Background: an optimization exercise with open tools, aiming at small area, a short achievable clock period and few clock cycles per item. Do not read the settings as production practice. The RTL was checked by simulation tests, not by an equivalence proof against the original design.

$ cat design/flow/flow/run.sh
#!/bin/bash
# The standard layout, with every port buffered by the smallest buffer cell
# (buf_1) instead of the cell buffer_ports picks by itself.
set -e
export BUFFER_PORTS_ARGS="-buffer_cell sky130_fd_sc_hd__buf_1"
bash standard.sh > standard.log 2>&1
$ cat design/flow/standard.sh
#!/bin/bash
# synth_recipe.tcl (not shown) runs the flow's synth.tcl, then flattens the netlist and writes it again
# the make line also repeats each setting of config.mk as NAME=value (left out here)
make -C /OpenROAD-flow-scripts/flow DESIGN_CONFIG=/design/flow/config.mk WORK_HOME=/design/flow/orfs CLKGATE_MAP_FILE= SYNTH_SCRIPT=/design/flow/synth_recipe.tcl "${@:-finish}"
$ cat design/flow/config.mk
export PLATFORM = sky130hd
export DESIGN_NAME = lcr_ageing
export DESIGN_NICKNAME = lcr_ageing
export VERILOG_FILES = /design/flow/design.v
export SDC_FILE = /design/flow/constraint.sdc
export NUM_CORES = 4
export LEC_CHECK = 0
export CAP_MARGIN = 50
export CORE_MARGIN = 2
export CORE_UTILIZATION = 40
export CTS_BUF_LIST = sky130_fd_sc_hd__clkbuf_4 sky130_fd_sc_hd__clkbuf_8
export SLEW_MARGIN = 50
export SYNTH_HIERARCHICAL = 1
$ cat design/flow/constraint.sdc
create_clock -name core_clock -period 115.0 [get_ports {clk}]
set_input_delay 23.0000 -clock core_clock [delete_from_list [all_inputs] [get_ports {clk}]]
set_output_delay 23.0000 -clock core_clock [all_outputs]
set_load 0.01 [all_outputs]
$ cat design/flow/design.v
module lcr_ageing (
    input  wire         clk,
    input  wire         rst,           
    input  wire         in_valid,
    output wire         in_ready,
    input  wire [511:0] in_curve,      
    input  wire [15:0]  in_dose,       
    input  wire [15:0]  in_scale,      
    input  wire [15:0]  in_target,     
    input  wire         in_age,        
    output wire         out_valid,
    output wire [16:0]  out_e,         
    output wire [16:0]  out_a          
);
    localparam integer F_OE    = 0;      
    localparam integer F_EE    = 16;     
    localparam integer F_OD    = 32;     
    localparam integer F_ED    = 48;     
    localparam integer F_KODD  = 64;     
    localparam integer F_DOSE  = 65;     
    localparam integer F_S     = 81;     
    localparam integer F_T     = 97;     
    localparam integer F_AGE   = 113;    
    localparam integer F_EFF0  = 114;    
    localparam integer F_NEG   = 130;    
    localparam integer F_MAG   = 131;    
    localparam integer F_DD    = 147;    
    localparam integer F_SPAN  = 163;    
    localparam integer F_RL    = 179;    
    localparam integer F_ERAW  = 211;    
    localparam integer F_X     = 227;    
    localparam integer F_E     = 259;    
    localparam integer F_SAT   = 276;    
    localparam integer F_R2    = 277;    
    localparam integer F_Q2    = 294;    
    localparam integer F_A     = 310;    
    localparam integer W       = 327;
    localparam integer NSTEP   = 37;
    localparam [NSTEP-1:0] CUT = (37'd1 << 36) | (37'd1 << 30) | (37'd1 << 23) | (37'd1 << 18)
                               | (37'd1 << 11) | (37'd1 << 4);
    assign in_ready = 1'b1;
    wire [15:0] oe, ee, od, ed;
    wire        kodd;
    lcr_ageing_pick u_pick (.curve(in_curve), .dose(in_dose), .kodd(kodd),
                            .oe(oe), .ee(ee), .od(od), .ed(ed));
    reg  [W-1:0] st0;
    reg          v0;
    always @(posedge clk) begin
        if (rst) v0 <= 1'b0;
        else     v0 <= in_valid;
        st0 <= {W{1'b0}};
        st0[F_OE +: 16]   <= oe;
        st0[F_EE +: 16]   <= ee;
        st0[F_OD +: 16]   <= od;
        st0[F_ED +: 16]   <= ed;
        st0[F_KODD]       <= kodd;
        st0[F_DOSE +: 16] <= in_dose;
        st0[F_S +: 16]    <= in_scale;
        st0[F_T +: 16]    <= in_target;
        st0[F_AGE]        <= in_age;
    end
    wire [W-1:0] st [0:NSTEP];
    wire         vv [0:NSTEP];
    assign st[0] = st0;
    assign vv[0] = v0;
    genvar g;
    generate
        for (g = 0; g < NSTEP; g = g + 1) begin : step
            wire [W-1:0] sin = st[g];
            reg  [W-1:0] nx;
            reg  [15:0]  e0, d0, d1;
            reg  [16:0]  diff, t1;
            reg  [17:0]  full, up;
            reg          b;
            reg  [31:0]  ps, pc, pp, ns;
            integer      k;
            always @(*) begin
                nx   = sin;
                e0   = 16'd0; d0 = 16'd0; d1 = 16'd0;
                diff = 17'd0; t1 = 17'd0;
                full = 18'd0; up = 18'd0;
                b    = 1'b0;
                ps   = 32'd0; pc = 32'd0; pp = 32'd0; ns = 32'd0;
                if (g == 0) begin
                    diff = {1'b0, sin[F_OE +: 16]} - {1'b0, sin[F_EE +: 16]};
                    nx[F_MAG +: 16]  = (diff[15:0] ^ {16{diff[16]}}) + {15'd0, diff[16]};
                    nx[F_NEG]        = sin[F_KODD] ? (~diff[16] & (diff[15:0] != 16'd0)) : diff[16];
                    nx[F_EFF0 +: 16] = sin[F_KODD] ? sin[F_OE +: 16] : sin[F_EE +: 16];
                    d0 = sin[F_KODD] ? sin[F_OD +: 16] : sin[F_ED +: 16];
                    nx[F_DD +: 16]   = sin[F_DOSE +: 16] - d0;
                    d1 = sin[F_OD +: 16] - sin[F_ED +: 16];
                    nx[F_SPAN +: 16] = (d1 ^ {16{sin[F_KODD]}}) + {15'd0, sin[F_KODD]};
                    nx[F_OE +: 16]   = 16'd0;
                    nx[F_EE +: 16]   = 16'd0;
                    nx[F_OD +: 16]   = 16'd0;
                    nx[F_ED +: 16]   = 16'd0;
                    nx[F_KODD]       = 1'b0;
                    nx[F_DOSE +: 16] = 16'd0;
                end else if (g == 1 || g == 19) begin
                    for (k = 0; k < 16; k = k + 1) begin
                        if (g == 1) pp = {16'd0, sin[F_MAG +: 16] & {16{sin[F_DD + k]}}} << k;
                        else        pp = {16'd0, sin[F_ERAW +: 16] & {16{sin[F_S + k]}}} << k;
                        ns = ps ^ pc ^ pp;
                        pc = ((ps & pc) | (ps & pp) | (pc & pp)) << 1;
                        ps = ns;
                    end
                    if (g == 1) begin
                        nx[F_RL +: 32]  = ps + pc;
                        nx[F_MAG +: 16] = 16'd0;
                        nx[F_DD +: 16]  = 16'd0;
                    end else begin
                        nx[F_X +: 32]    = ps + pc;
                        nx[F_ERAW +: 16] = 16'd0;
                    end
                end else if (g <= 17) begin
                    t1 = {sin[F_RL + 16 +: 16], sin[F_RL + 15]} - {1'b0, sin[F_SPAN +: 16]};
                    nx[F_RL +: 32] = t1[16] ? {sin[F_RL +: 31], 1'b0} : {t1[15:0], sin[F_RL +: 15], 1'b1};
                    if (g == 17) nx[F_SPAN +: 16] = 16'd0;
                end else if (g == 18) begin
                    nx[F_ERAW +: 16] = sin[F_NEG] ? sin[F_EFF0 +: 16] - sin[F_RL +: 16] : sin[F_EFF0 +: 16] + sin[F_RL +: 16];
                    nx[F_EFF0 +: 16] = 16'd0;
                    nx[F_NEG]        = 1'b0;
                    nx[F_RL +: 32]   = 32'd0;
                end else if (g == 20) begin
                    up   = {1'b0, sin[F_X + 15 +: 17]} + {17'd0, |sin[F_X +: 15]};
                    full = 18'd32768 - {2'b00, sin[F_S +: 16]} + up;
                    nx[F_E +: 17] = (full[17] | (full == 18'd0)) ? 17'd1 : full[16:0];
                    nx[F_SAT]      = ~sin[F_AGE] | ({1'b0, sin[F_T +: 16]} >= nx[F_E +: 17]);
                    nx[F_R2 +: 17] = {1'b0, sin[F_T +: 16]};
                    nx[F_Q2 +: 16] = 16'd0;
                    nx[F_X +: 32]  = 32'd0;
                    nx[F_S +: 16]  = 16'd0;
                    nx[F_T +: 16]  = 16'd0;
                    nx[F_AGE]      = 1'b0;
                end else begin
                    full = {1'b0, sin[F_R2 +: 16], 1'b0} - {1'b0, sin[F_E +: 17]};
                    b    = full[17] & ~sin[F_R2 + 16];          
                    nx[F_R2 +: 17] = b ? {sin[F_R2 +: 16], 1'b0} : full[16:0];
                    nx[F_Q2 +: 16] = {sin[F_Q2 +: 15], ~b};
                    if (g == NSTEP - 1) begin
                        nx[F_A +: 17]  = sin[F_SAT] ? 17'd65536 : {1'b0, sin[F_Q2 +: 15], ~b};
                        nx[F_R2 +: 17] = 17'd0;
                        nx[F_Q2 +: 16] = 16'd0;
                        nx[F_SAT]      = 1'b0;
                    end
                end
            end
            if (CUT[g]) begin : cut
                reg [W-1:0] r;
                reg         v;
                always @(posedge clk) begin
                    if (rst) v <= 1'b0;
                    else     v <= vv[g];
                    r <= nx;
                end
                assign st[g+1] = r;
                assign vv[g+1] = v;
            end else begin : comb
                assign st[g+1] = nx;
                assign vv[g+1] = vv[g];
            end
        end
    endgenerate
    assign out_valid = vv[NSTEP];
    assign out_e     = st[NSTEP][F_E +: 17];
    assign out_a     = st[NSTEP][F_A +: 17];
endmodule
module lcr_ageing_lt16 (
    input  wire [15:0] a,
    input  wire [15:0] b,
    output wire        lt
);
    wire [15:0] l0 = ~a & b;
    wire [15:0] g0 = a & ~b;
    wire [7:0]  l1, g1;
    wire [3:0]  l2, g2;
    wire [1:0]  l3, g3;
    genvar i;
    generate
        for (i = 0; i < 8; i = i + 1) begin : t1
            assign l1[i] = l0[2*i+1] | (~g0[2*i+1] & l0[2*i]);
            assign g1[i] = g0[2*i+1] | (~l0[2*i+1] & g0[2*i]);
        end
        for (i = 0; i < 4; i = i + 1) begin : t2
            assign l2[i] = l1[2*i+1] | (~g1[2*i+1] & l1[2*i]);
            assign g2[i] = g1[2*i+1] | (~l1[2*i+1] & g1[2*i]);
        end
        for (i = 0; i < 2; i = i + 1) begin : t3
            assign l3[i] = l2[2*i+1] | (~g2[2*i+1] & l2[2*i]);
            assign g3[i] = g2[2*i+1] | (~l2[2*i+1] & g2[2*i]);
        end
    endgenerate
    assign lt = l3[1] | (~g3[1] & l3[0]);
endmodule
module lcr_ageing_pick (
    input  wire [511:0] curve,
    input  wire [15:0]  dose,
    output reg          kodd,
    output reg  [15:0]  oe,             
    output reg  [15:0]  ee,             
    output reg  [15:0]  od,             
    output reg  [15:0]  ed              
);
    integer j, m;
    wire [15:0] lt;                    
    reg  [15:0] le;                    
    assign lt[0] = 1'b0;
    genvar c;
    generate
        for (c = 1; c < 16; c = c + 1) begin : cmp
            lcr_ageing_lt16 u (.a(dose), .b(curve[32*c +: 16]), .lt(lt[c]));
        end
    endgenerate
    reg  [7:0]  so;                    
    reg  [8:0]  se;                    
    always @(*) begin
        le = ~lt;
        kodd = 1'b0;
        for (m = 0; m < 7; m = m + 1) begin
            so[m] = le[2*m] & ~le[2*m+2];
            kodd  = kodd | (le[2*m+1] & ~le[2*m+2]);
        end
        so[7] = le[14];
        kodd  = kodd | le[15];
        se[0] = ~le[1];
        for (m = 1; m < 8; m = m + 1)
            se[m] = le[2*m-1] & ~le[2*m+1];
        se[8] = le[15];
        oe = 16'd0; ee = 16'd0; od = 16'd0; ed = 16'd0;
        for (m = 0; m < 8; m = m + 1) begin
            oe = oe | ({16{so[m]}} & curve[32*(2*m+1)+16 +: 16]);
            od = od | ({16{so[m]}} & curve[32*(2*m+1) +: 16]);
            ee = ee | ({16{se[m]}} & curve[32*(2*m)+16 +: 16]);
            ed = ed | ({16{se[m]}} & curve[32*(2*m) +: 16]);
        end
        ee = ee | ({16{se[8]}} &  curve[32*15+16 +: 16]);
        ed = ed | ({16{se[8]}} & ~curve[32*15 +: 16]);
    end
endmodule
==> results of run 1 <==
worst register-to-register path, delay by kind of cell (launching register included):
kind | cells | cell delay (ns)
buffers and inverters | 8 | 2.65
and+or+nand+nor | 16 | 3.43
adders and majority gates | 7 | 2.76
xor gates and xnor gates | 4 | 0.79
AOI/OAI and AO/OA | 51 | 13.23
DFF | 1 | 0.62
muxes | 3 | 1.09
per-module statistics from Yosys (local to each module, per instance):
module	area, um^2	flops+latches	cells
lcr_ageing_pick	3530	0	462
lcr_ageing_lt16	313	0	45
lcr_ageing	55900	483	6605
layout by cell type, fill, tap and decap left out, types with 62 or more instances in the layout:
cell / netlist / routed
buf_4: 1 / 82
a21oi_1: 499 / 499
nand2b_1: 169 / 169
a22oi_1: 62 / 62
a222oi_1: 77 / 77
a21o_1: 164 / 164
mux2_2: 160 / 160
inv_1: 701 / 701
nor3_1: 104 / 104
fa_1: 446 / 446
ha_1: 668 / 667
a221oi_1: 62 / 62
maj3_1: 135 / 135
and2_1: 128 / 128
dfxtp_1: 483 / 465
buf_1: 22 / 549
nand2_1: 766 / 765
xor2_1: 153 / 147
and3b_1: 97 / 97
a21boi_0: 67 / 67
nand3_1: 136 / 136
o21a_1: 99 / 99
a211oi_1: 73 / 72
mux2i_1: 76 / 75
o21ai_0: 321 / 320
nor2b_1: 223 / 212
clkbuf_8: 0 / 106
xnor2_1: 389 / 376
nor2_1: 522 / 520
stage by stage:
step	setup slack [ns]	utilization [%]	std cells	hold slack, ns
4_1_cts	89.46	45.0	10400	0.294
3_5_place_dp	88.50	43.5	10300	0.312
5_1_grt	88.27	45.1	10400	0.307
3_3_place_gp	88.24	43.4	10300	0.310
6_report	89.30	45.1	10500	0.299
2_1_floorplan	89.74	-	7742	0.310
state kept, by name (all words and copies together) (netlist names):
name,count
step.cut.r,34
step.cut.v,6
v0,1
st0,114
st,328
cell type report:
type / count / area, um^2
Fill cell: 15900 / 87100
Multi-Input combinational cell: 6295 / 51300
Sequential cell: 483 / 9690
Timing Repair Buffer: 682 / 2950
Inverter: 721 / 2710
Tap cell: 2072 / 2590
Clock buffer: 123 / 1590
Clock inverter: 47 / 756
Antenna cell: 40 / 100
logic make-up after synthesis:
family                     count (synthesis)
muxes                                    239
and+or+nand+nor                         2347
buffers and inverters                    964
xor gates and xnor gates                 542
DFF                                      483
AOI/OAI and AO/OA                       1872
other                                      1
adders and majority gates               1294
metal layers:
layer	part of all wire, %	up-vias	track usage [%]
li1	-	28300	-
met1	37	29000	33.7
met2	47	2012	53.0
met3	7.0	625	8.49
met4	9.3	16	25.1
met5	0.042	-	0
path summary, 6_finish.rpt:
path	to	slack, ns	cells past startpoint
max reg2reg	st[12][197]	90.37	89
min	st[31][303]	0.30	0
max	st0[57]	89.30	12
min reg2reg	st[31][303]	0.30	0
==> out/qor.yml, run 1 <==
cts:
  clkLatencyLatePin_ns: 0.88
  clk_pin_slew_ns: 0.06
  postCtsSetupBuffers: 0
  cts.sinks: 483
  ctsHoldBuffers: 0
  cts_made_buffers: 93
  cts_resized: 0
  htree_levels: 3
  cts.path.max_buffers: 3
  cts_tree: "yes"
  root_buffer: "clkbuf_8"
yosys:
  yosys.area_share.simple_pct: 18.0
  synthFlopType: "dfxtp_1"
  yosys.area.top_type: "dfxtp_1"
  ys_ff_latch: 483
  yosys.area_share.adder_pct: 29.8
  synth_top_family_by_area: "adder cells"
  synthTopCellsByArea: "dfxtp_1 15%, fa_1 14%, ha_1 13%"
  yosysMostFrequentCell: "nand2_1"
  synthTopCellsByCount: "766 x nand2_1, 701 x inv_1, 668 x ha_1"
  yosysTopAreaCellShare_pct: 15.1
  synth_cell_types: 94
  synth-seq-area-share_pct: 15.1
  avgSynthCellArea_um2: 8.29
  synth_warnings: 8
  async_reset_ff_share_pct: 0
  synth_compound_area_share_pct: 19.9
  syn_inst: 7742
  muxShareOfSynthArea_pct: 4.06
  synth-edff-count: 0
  synthesis.area_mm2: 0.0641
  synth-xor-area-share_pct: 7.40
route:
  wire_per_inst_um: 24.8
  drc_errors: 0
  dr.pass1.iters: 12
  viasPerCell: 5.73
  drt_iter0_drc: 4560
  finalWirelength_um: 259000
  vias: 60000
  ant_nets: 0
global_routing:
  grt_pass1_vias: 60100
  antenna_found_initial: 46
  grt_overflow_total: 0
  grt_pass1_wl_um: 385000
  grt.total_usage_pct: 31.7
  grt_max_degree: 65
timing:
  maxClockFrequency_mhz: 38.9
  rsz0062_at_grt: "no"
  worst-slew-pin-transition_ns: 0.860
  slew_violations: 0
  finClkSkew_ns: 0.0769
  final-hold-violation-count: 0
  slew_headroom_pct: 42.7
  period_needed_ns: 25.70
  final.period_utilization_pct: 22.3
  setup_tns_ns: 0
  setup_violations: 0
floorplan:
  die_h_um: 404
  initial_core_util_pct: 40.4
  rows: 146
  die_area_mm2: 0.164
  ios: 600
  die_w_um: 404
  coreArea_mm2: 0.159
worst_setup_path:
  crit_path_start_kind: "primary input"
  crit_arrival_ns: 26.49
  crit_chain: "buf_1, buf_4, nand2b_1, maj3_2, maj3_2, maj3_2, a31oi_2, buf_4, nor2b_4, buf_4, a222oi_1, nand3_1"
  crit_required_ns: 115.79
  r2r-start: "st[10][164]"
  crit_buf_inv: 4
  cp-startpoint: "in_dose[4]"
  crit_fanout: 31
  end_kind: "flop"
  slowest_delay_ns: 0.60
  slowest_stage: "nor2b_4"
  crit_family: "buffers and inverters"
  critPathKind: "primary input to flop"
hold_path:
  worstHoldPathType: "flop to flop"
  hold_path_startpoint: "st[24][296]"
final_layout:
  final_nets: 9954
  design_area_mm2: 0.0717
  area_growth_pct: 11.7
  final_layout_size_suffix_gt1_share_pct: 8.24
placement:
  dpl_cell_area_mm2: 0.0691
  numPortBuffers: 598
  place_hpwl_um: 213000
  routabilityCongestion: 1.13
flow_run:
  drv_cap: 0
status:
  status: "finished clean"
Testbench counts, summed over its fixed seeds: cycles 8,248, items 8,192.
==> inputs of run 2 (changes only) <==
--- a/design/flow/config.mk
+++ b/design/flow/config.mk
@@ -9,5 +9,5 @@
 export CORE_MARGIN = 2
 export CORE_UTILIZATION = 40
 export CTS_BUF_LIST = sky130_fd_sc_hd__clkbuf_4 sky130_fd_sc_hd__clkbuf_8
-export SLEW_MARGIN = 50
+export SLEW_MARGIN = 60
 export SYNTH_HIERARCHICAL = 1
==> out/qor.yml, run 2 <==
timing:
  setup_tns_ns: 0  # unchanged
  setup_violations: 0  # unchanged
  slew_violations: 0  # unchanged
  final.period_utilization_pct: 22.4  # +0.074 points
  maxClockFrequency_mhz: 38.8  # -0.33%
  period_needed_ns: 25.78  # +0.0846 ns
  final-hold-violation-count: 0  # unchanged
  slew_headroom_pct: 54.1  # +11 points
  finClkSkew_ns: 0.0751  # -0.00182 ns
  worst-slew-pin-transition_ns: 0.689  # -0.171 ns
  rsz0062_at_grt: "no"
global_routing:
  grt_max_degree: 65  # unchanged
  antenna_found_initial: 50  # +8.7%
  grt.total_usage_pct: 31.6  # -0.059 points
  grt_overflow_total: 0  # unchanged
  grt_pass1_vias: 59900  # -0.33%
  grt_pass1_wl_um: 384000  # -0.29%
cts:
  clk_pin_slew_ns: 0.07  # about the same
  clkLatencyLatePin_ns: 0.85  # -0.03 ns
  cts_made_buffers: 93  # unchanged
  cts_tree: "yes"
  cts_resized: 0  # unchanged
  cts.sinks: 483  # unchanged
  cts.path.max_buffers: 3  # unchanged
  root_buffer: "clkbuf_8"
  htree_levels: 3  # unchanged
  ctsHoldBuffers: 0  # unchanged
  postCtsSetupBuffers: 0  # unchanged
yosys:
  syn_inst: 7742  # unchanged
  yosys.area.top_type: "dfxtp_1"
  avgSynthCellArea_um2: 8.29  # unchanged
  synthFlopType: "dfxtp_1"
  synth-seq-area-share_pct: 15.1  # unchanged
  synthTopCellsByArea: "dfxtp_1 15%, fa_1 14%, ha_1 13%"
  synth-edff-count: 0  # unchanged
  yosysMostFrequentCell: "nand2_1"
  yosysTopAreaCellShare_pct: 15.1  # unchanged
  async_reset_ff_share_pct: 0  # unchanged
  synthesis.area_mm2: 0.0641  # unchanged
  ys_ff_latch: 483  # unchanged
  synth_cell_types: 94  # unchanged
  synthTopCellsByCount: "766 x nand2_1, 701 x inv_1, 668 x ha_1"
  synth_warnings: 8  # unchanged
placement:
  numPortBuffers: 598  # unchanged
  routabilityCongestion: 1.13  # unchanged
  dp_cells: 10300  # +0.068%
  place_hpwl_um: 213000  # about the same
worst_setup_path:
  end_kind: "flop"
  slowest_stage: "a221oi_1"
  crit_arrival_ns: 26.47  # -0.02 ns
  critPathKind: "primary input to flop"
  r2r_setup_slack_ns: 91.04  # +0.67 ns
  crit_chain: "buf_1, buf_4, nor2b_1, maj3_1, maj3_1, a221oi_1, a31oi_2, buf_4, nor2b_2, buf_4, a221oi_1, nand3_1"
  crit_path_start_kind: "primary input"
  crit_fanout: 34  # +9.7%
  slowest_delay_ns: 0.61  # about the same
  crit_path_frequent_cell: "buf_4"
  crit_required_ns: 115.69  # -0.10 ns
floorplan:
  die_w_um: 404  # unchanged
  coreArea_mm2: 0.159  # unchanged
  ios: 600  # unchanged
  die_area_mm2: 0.164  # unchanged
  rows: 146  # unchanged
  initial_core_util_pct: 40.4  # unchanged
  die_h_um: 404  # unchanged
route:
  ant_nets: 0  # unchanged
  finalWirelength_um: 259000  # about the same
  viasPerCell: 5.72  # -0.20%
  drt_iter0_drc: 4617  # +1.3%
  vias: 60000  # +0.025%
  wire_per_inst_um: 24.7  # -0.28%
  drc_errors: 0  # unchanged
  dr.pass1.iters: 13  # +1
final_layout:
  area_growth_pct: 12.2
  final_layout_size_suffix_gt1_share_pct: 9.37  # +1.1 points
  largest_register_ffs: 328  # unchanged
  final_nets: 9968  # +0.14%
  final_common_cell: "nand2_1"
  final_cell_mix: "763 x nand2_1, 699 x inv_1, 665 x ha_1"
  layoutNonFillerInstCount: 10500  # +0.23%
status:
  status: "finished clean"
hold_path:
  worstHoldPathType: "flop to flop"
flow_run:
  drv_cap: 0  # unchanged
-- run 2: cell counts after synthesis --
Identical to the previous run, type by type.
-- run 2: logic make-up (layout without fill, tap and decap cells) --
| family | after synthesis | count (layout) | share of synthesized area (%) |
|---|---|---|---|
| AO/OA/AOI/OAI | 1872 | 1872 | 19.9 |
| flip-flops | 483 | 483 | 15.1 |
| XOR/XNOR | 542 | 542 | 7.40 |
| AND/OR/NAND/NOR | 2347 | 2347 | 18.0 |
| adder cells (fa/ha/maj) | 1294 | 1294 | 29.8 |
| multiplexers | 239 | 239 | 4.06 |
| buffers and inverters | 964 | 1590 | 5.77 |
| other | 1 | 48 | 0.00585 |
-- run 2: Yosys stat by module, one instance, submodules excluded --
module           area [um^2]  cells inside  times used  flip-flops and latches
lcr_ageing_pick         3530           462           1                       0
lcr_ageing_lt16          313            45          15                       0
lcr_ageing             55900          6605           1                     483
-- run 2: final timing paths --
check,from,to,cells after the start
worst max-delay path,in_dose[12],st0[60],12
worst min-delay path,st[10][116],st[12][116],0
worst max register to register,st0[0],st[5][199],93
worst min register to register,st[10][116],st[12][116],0
-- run 2: critical path, delay by kind of cell --
family                   cells  cell delay [ns]
buffers and inverters        4             1.08
AO/OA/AOI/OAI                3             1.02
adder cells (fa/ha/maj)      2             0.76
AND/OR/NAND/NOR              3             0.49
-- run 2: per-layer routing --
metal	vias up	GRT usage (%)	routed length (um)
li1	28300	-	-
met1	28900	33.5	95600
met2	2011	52.5	120000
met3	693	8.45	18300
met4	16	26.1	25000
met5	-	0.565	101
-- run 2: area by class of cell --
cell class	count	area, um^2
Clock inverter	42	554
Antenna cell	47	118
Multi-Input combinational cell	6295	51500
Inverter	721	2710
Fill cell	15800	86700
Timing Repair Buffer	696	3110
Tap cell	2072	2590
Sequential cell	483	9710
Clock buffer	131	1680
-- run 2: stage by stage --
step / cell area, um^2 / hold WS [ns] / setup slack [ns] / utilization [%]
CTS: 71700 / 0.320 / 89.41 / 45.1
finish: 72000 / 0.320 / 89.22 / 45.4
floorplan: 64100 / 0.310 / 89.74 / -
detailed placement: 69400 / 0.312 / 88.48 / 43.7
global route: 71900 / 0.328 / 89.22 / 45.3
global placement: 68900 / 0.310 / 88.24 / 43.4
==> inputs of run 3 (changes only) <==
--- a/design/flow/design.v
+++ b/design/flow/design.v
@@ -195,45 +195,54 @@
 module lcr_ageing_pick (
     input  wire [511:0] curve,
     input  wire [15:0]  dose,
-    output reg          kodd,
-    output reg  [15:0]  oe,             
-    output reg  [15:0]  ee,             
-    output reg  [15:0]  od,             
-    output reg  [15:0]  ed              
-);
-    integer j, m;
+    output wire         kodd,
+    output wire [15:0]  oe,             
+    output wire [15:0]  ee,             
+    output wire [15:0]  od,             
+    output wire [15:0]  ed              
+);
     wire [15:0] lt;                    
-    reg  [15:0] le;                    
+    wire [15:0] le = ~lt;              
+    wire [255:0] effs, doses;
     assign lt[0] = 1'b0;
     genvar c;
     generate
-        for (c = 1; c < 16; c = c + 1) begin : cmp
-            lcr_ageing_lt16 u (.a(dose), .b(curve[32*c +: 16]), .lt(lt[c]));
+        for (c = 0; c < 16; c = c + 1) begin : pt
+            if (c > 0) begin : cmp
+                lcr_ageing_lt16 u (.a(dose), .b(curve[32*c +: 16]), .lt(lt[c]));
+            end
+            assign effs[16*c +: 16]  = curve[32*c+16 +: 16];
+            assign doses[16*c +: 16] = curve[32*c +: 16];
         end
     endgenerate
-    reg  [7:0]  so;                    
-    reg  [8:0]  se;                    
+    assign kodd = (le[1] & ~le[2]) | (le[3] & ~le[4]) | (le[5] & ~le[6]) | (le[7] & ~le[8])
+                | (le[9] & ~le[10]) | (le[11] & ~le[12]) | (le[13] & ~le[14]) | le[15];
+    lcr_ageing_sel8 #(.INV15(0)) u_eff  (.le(le), .v(effs),  .odd(oe), .even(ee));
+    lcr_ageing_sel8 #(.INV15(1)) u_dose (.le(le), .v(doses), .odd(od), .even(ed));
+endmodule
+module lcr_ageing_sel8 #(parameter integer INV15 = 0) (
+    input  wire [15:0]  le,
+    input  wire [255:0] v,
+    output reg  [15:0]  odd,
+    output reg  [15:0]  even
+);
+    reg  [7:0] so;                     
+    reg  [8:0] se;                     
+    integer    m;
     always @(*) begin
-        le = ~lt;
-        kodd = 1'b0;
-        for (m = 0; m < 7; m = m + 1) begin
+        for (m = 0; m < 7; m = m + 1)
             so[m] = le[2*m] & ~le[2*m+2];
-            kodd  = kodd | (le[2*m+1] & ~le[2*m+2]);
-        end
         so[7] = le[14];
-        kodd  = kodd | le[15];
         se[0] = ~le[1];
         for (m = 1; m < 8; m = m + 1)
             se[m] = le[2*m-1] & ~le[2*m+1];
         se[8] = le[15];
-        oe = 16'd0; ee = 16'd0; od = 16'd0; ed = 16'd0;
+        odd  = 16'd0;
+        even = 16'd0;
         for (m = 0; m < 8; m = m + 1) begin
-            oe = oe | ({16{so[m]}} & curve[32*(2*m+1)+16 +: 16]);
-            od = od | ({16{so[m]}} & curve[32*(2*m+1) +: 16]);
-            ee = ee | ({16{se[m]}} & curve[32*(2*m)+16 +: 16]);
-            ed = ed | ({16{se[m]}} & curve[32*(2*m) +: 16]);
-        end
-        ee = ee | ({16{se[8]}} &  curve[32*15+16 +: 16]);
-        ed = ed | ({16{se[8]}} & ~curve[32*15 +: 16]);
+            odd  = odd  | ({16{so[m]}} & v[16*(2*m+1) +: 16]);
+            even = even | ({16{se[m]}} & v[16*(2*m) +: 16]);
+        end
+        even = even | ({16{se[8]}} & (INV15 ? ~v[16*15 +: 16] : v[16*15 +: 16]));
     end
 endmodule
==> design/flow/flow/run.sh (replaced) <==
#!/bin/bash
# The standard layout, with two changes to port buffering: every port is
# buffered by the smallest buffer cell (buf_1) instead of the cell
# buffer_ports picks by itself, and after global placement the buffers of
# the in_dose ports, which drive all fifteen dose comparators, are made
# buf_4 (flow/dose_buffers.tcl).
set -e
export BUFFER_PORTS_ARGS="-buffer_cell sky130_fd_sc_hd__buf_1"
export POST_GLOBAL_PLACE_TCL="$PWD/flow/dose_buffers.tcl"
bash standard.sh > standard.log 2>&1
==> design/flow/flow/dose_buffers.tcl (new file) <==
# Make the port buffers of in_dose, each driving thirty comparator inputs, buf_4.
foreach port [get_ports {in_dose[*]}] {
  set net [get_nets [get_full_name $port]]
  foreach pin [get_pins -of_objects $net] {
    if { [get_property $pin direction] == "input" } {
      set inst [get_cells -of_objects $pin]
      puts "dose buffer [get_full_name $inst]: [get_property $inst ref_name] -> sky130_fd_sc_hd__buf_4"
      replace_cell $inst sky130_fd_sc_hd__buf_4
    }
  }
}
==> design/flow/config.mk (replaced) <==
export PLATFORM = sky130hd
export DESIGN_NAME = lcr_ageing
export DESIGN_NICKNAME = lcr_ageing
export VERILOG_FILES = /design/flow/design.v
export SDC_FILE = /design/flow/constraint.sdc
export NUM_CORES = 4
export LEC_CHECK = 0
export CAP_MARGIN = 20
export CORE_MARGIN = 2
export CORE_UTILIZATION = 40
export SLEW_MARGIN = 20
export SYNTH_HIERARCHICAL = 1
==> out/qor.yml, run 3 <==
worst_setup_path:
  r2r-end: "st[5][202]"
  crit_path_start_kind: "primary input"
  crit_chain: "buf_4, buf_4, nor2b_1, maj3_1, maj3_1, a221oi_1, a31oi_1, inv_1, nor2b_1, a222oi_1, nand4_1"
  crit_arrival_ns: 27.26  # +0.79 ns
  r2r-start: "st0[0]"
  critPathKind: "primary input to flop"
  crit_required_ns: 115.67  # -0.02 ns
  slowest_stage: "nor2b_1"
  crit_fanout: 31  # -8.8%
  cp-endpoint: "st0[61]"
  r2r_setup_slack_ns: 89.91  # -1.13 ns
  end_kind: "flop"
  cp-startpoint: "in_dose[12]"
  rr_worst_depth: 94  # +1.1%
  slowest_delay_ns: 0.96  # +0.35 ns
final_layout:
  final_layout_size_suffix_gt1_share_pct: 6.74  # -2.6 points
  fin_util_pct: 44.4  # -0.94 points
  final_nets: 9939  # -0.29%
  area_growth_pct: 10.3
  largest_register_ffs: 328  # unchanged
  num-fill-cells: 16200  # +2.7%
  final_common_cell: "nand2_1"
  design_area_mm2: 0.0712  # -1.1%
  final_cell_mix: "739 x nand2_1, 717 x inv_1, 669 x ha_1"
timing:
  final-hold-violation-count: 0  # unchanged
  worst-slew-pin-transition_ns: 1.11  # +0.421 ns
  setup_tns_ns: 0  # unchanged
  slew_headroom_pct: 25.9  # -28 points
  slew_violations: 0  # unchanged
  finClkSkew_ns: 0.0799  # +0.00480 ns
  maxClockFrequency_mhz: 37.6  # -3.0%
  setup_violations: 0  # unchanged
  final.period_utilization_pct: 23.1  # +0.70 points
  rsz0062_at_grt: "no"
  period_needed_ns: 26.59  # +0.805 ns
  whs_ns: 0.317  # -0.00263 ns
hold_path:
  min_path_cells: 0  # unchanged
  worstHoldPathType: "flop to flop"
status:
  status: "finished clean"
yosys:
  synth-xor-area-share_pct: 7.08  # -0.32 points
  yosys.area_share.adder_pct: 29.7  # -0.17 points
  avgSynthCellArea_um2: 8.32  # +0.43%
  synth-seq-area-share_pct: 15.0  # -0.096 points
  muxShareOfSynthArea_pct: 4.39  # +0.33 points
  yosysMostFrequentCell: "nand2_1"
  async_reset_ff_share_pct: 0  # unchanged
  synth_cell_types: 125  # +33%
  synth_compound_area_share_pct: 20.2  # +0.34 points
  yosysTopAreaCellShare_pct: 15.0  # -0.096 points
  ys_ff_latch: 483  # unchanged
  yosys.area.top_type: "dfxtp_1"
  synthesis.area_mm2: 0.0646  # +0.64%
  yosys.area_share.simple_pct: 17.6  # -0.32 points
  synthTopCellsByArea: "dfxtp_1 15%, fa_1 14%, ha_1 13%"
  synthFlopType: "dfxtp_1"
  synth-edff-count: 0  # unchanged
  synthTopCellsByCount: "739 x nand2_1, 717 x inv_1, 669 x ha_1"
  syn_inst: 7758  # +0.21%
  synth_warnings: 9  # +1
  synth_top_family_by_area: "adder cells"
global_routing:
  antenna_found_initial: 42  # -16%
  grt_pass1_wl_um: 374000  # -2.6%
  grt.total_usage_pct: 30.3  # -1.3 points
  grt_max_degree: 66  # +1.5%
  grt_pass1_vias: 59200  # -1.1%
  grt_overflow_total: 0  # unchanged
placement:
  numPortBuffers: 598  # unchanged
  place_hpwl_um: 213000  # about the same
  dpl_cell_area_mm2: 0.0691  # -0.47%
cts:
  cts.path.max_buffers: 3  # unchanged
  postCtsSetupBuffers: 0  # unchanged
  ctsHoldBuffers: 0  # unchanged
  cts_tree: "yes"
  cts_resized: 0  # unchanged
  clkLatencyLatePin_ns: 0.74  # -0.11 ns
  cts_made_buffers: 60  # -35%
  root_buffer: "clkbuf_16"
  clk_pin_slew_ns: 0.07  # about the same
  cts.sinks: 483  # unchanged
  htree_levels: 2  # -1
route:
  viasPerCell: 5.64  # -1.4%
  vias: 59200  # -1.4%
  finalWirelength_um: 252000  # -2.5%
  wire_per_inst_um: 24.1  # -2.6%
  drt_iter0_drc: 3904  # -15%
  dr.pass1.iters: 9  # -4
  drc_errors: 0  # unchanged
  ant_nets: 0  # unchanged
floorplan:
  die_h_um: 406  # +0.32%
  initial_core_util_pct: 40.3  # -0.16 points
  rows: 147  # +0.68%
  ios: 600  # unchanged
  coreArea_mm2: 0.160  # +1.0%
  die_area_mm2: 0.165  # +0.64%
  die_w_um: 406  # +0.32%
flow_run:
  drv_cap: 0  # unchanged
-- run 3: changes by cell type after synthesis, sizes merged, moves of 35 or more --
| cell | previous run | this run |
|---|---|---|
| a21oi | 500 | 464 |
| a222oi | 77 | 24 |
| a22oi | 62 | 196 |
| and3b | 97 | 31 |
| clkbuf | 175 | 133 |
| nand4 | 27 | 80 |
| xnor2 | 389 | 354 |
-- run 3: kinds of logic (layout without fill, tap and decap cells) --
family	count (synthesis)	after routing
other	2	23
XOR/XNOR	518	518
AO/OA/AOI/OAI	1911	1911
AND/OR/NAND/NOR	2319	2319
adder cells (fa/ha/maj)	1295	1295
multiplexers	260	260
flip-flops	483	483
buffers and inverters	970	1522
-- run 3: final cells by class --
cell class / instances / area, um^2 / share of cell area, %
Tap cell: 2160 / 2700 / 3.79
Timing Repair Buffer: 666 / 2820 / 3.95
Clock inverter: 45 / 507 / 0.711
Multi-Input combinational cell: 6306 / 51100 / 71.8
Antenna cell: 20 / 50.0 / 0.0703
Clock buffer: 68 / 1560 / 2.19
Inverter: 743 / 2790 / 3.92
Sequential cell: 483 / 9670 / 13.6
-- run 3: Yosys stat by module, one instance, submodules excluded, a selection --
| module | area [um^2] | copies in the design | cells | flops+latches |
|---|---|---|---|---|
| lcr_ageing | 56400 | 1 | 6614 | 483 |
| lcr_ageing_lt16 | 313 | 15 | 45 | 0 |
| lcr_ageing_pick | 110 | 1 | 22 | 0 |
-- run 3: metrics by stage --
step / instances / worst slack (ns)
floorplan: 7759 / 89.81
global placement: 10400 / 87.58
detailed placement: 10400 / 87.91
CTS: 10500 / 88.69
global route: 10500 / 87.84
finish: 10500 / 88.41
-- run 3: worst max-delay path: cells and delay by family --
family	cells	cell delay (ns)
AOI/OAI and AO/OA	3	0.96
adders and majority gates	2	0.76
buffers and inverters	3	1.26
and+or+nand+nor	3	1.25
-- run 3: how the worst min path moves through the flow --
stage / slack, ns / end / start
3_3_place_gp: 0.31 / st[19][87] / st[12][87]
3_5_place_dp: 0.31 / st[10][108] / st0[108]
2_1_floorplan: 0.31 / st[10][100] / st0[100]
6_report: 0.32 / st[12][187] / st[5][180]
5_1_grt: 0.32 / st[12][86] / st[10][86]
4_1_cts: 0.32 / st[12][187] / st[5][180]
-- run 3: routing by layer --
| layer | routed length [um] | share of wire, % | GRT usage (%) | up-vias |
|---|---|---|---|---|
| met1 | 102000 | 40 | 35.5 | 28700 |
| met5 | 191 | 0.076 | 0 | - |
| met3 | 14100 | 5.6 | 4.97 | 459 |
| met4 | 19200 | 7.6 | 19.8 | 32 |
| li1 | - | - | - | 28200 |
| met2 | 117000 | 46 | 51.1 | 1700 |
Testbench counts of run 3, summed over its fixed seeds: cycles 8,248, items 8,192.

separate check: timing with driven ports:
How much do the figures lean on ideal ports? The routed layouts below were timed once more, with nothing changed but the port constraints. Step 1: set_driving_cell puts a clkbuf_16 on clk and a buf_2 on each other input, an assumption about the parent block. Step 2 times the ports against the registers' clock, not the clock port: input delays grow and output delays shrink by t, the midpoint of the rising clock arrivals with the driver on. a / b / c = ideal / step 1 / step 2; a / b = the first two.
run	t, ns	setup WS [ns]	hold WS [ns]	worst data-port slew with drivers (ns)	cell pins on the clock port's net
run 1	0.927	89.300 / 89.372 / 88.445	0.299 / 0.299 / 0.299	0.41	1
run 2	0.906	89.215 / 89.281 / 88.375	0.320 / 0.320 / 0.320	0.53	1
run 3	0.784	88.410 / 88.474 / 87.689	0.317 / 0.317 / 0.317	0.29	1
After both steps every run listed still meets setup and hold. For run 1, which loses most, drivers alone change the setup slack by +0.072 ns; drivers and shift together by -0.855 ns.
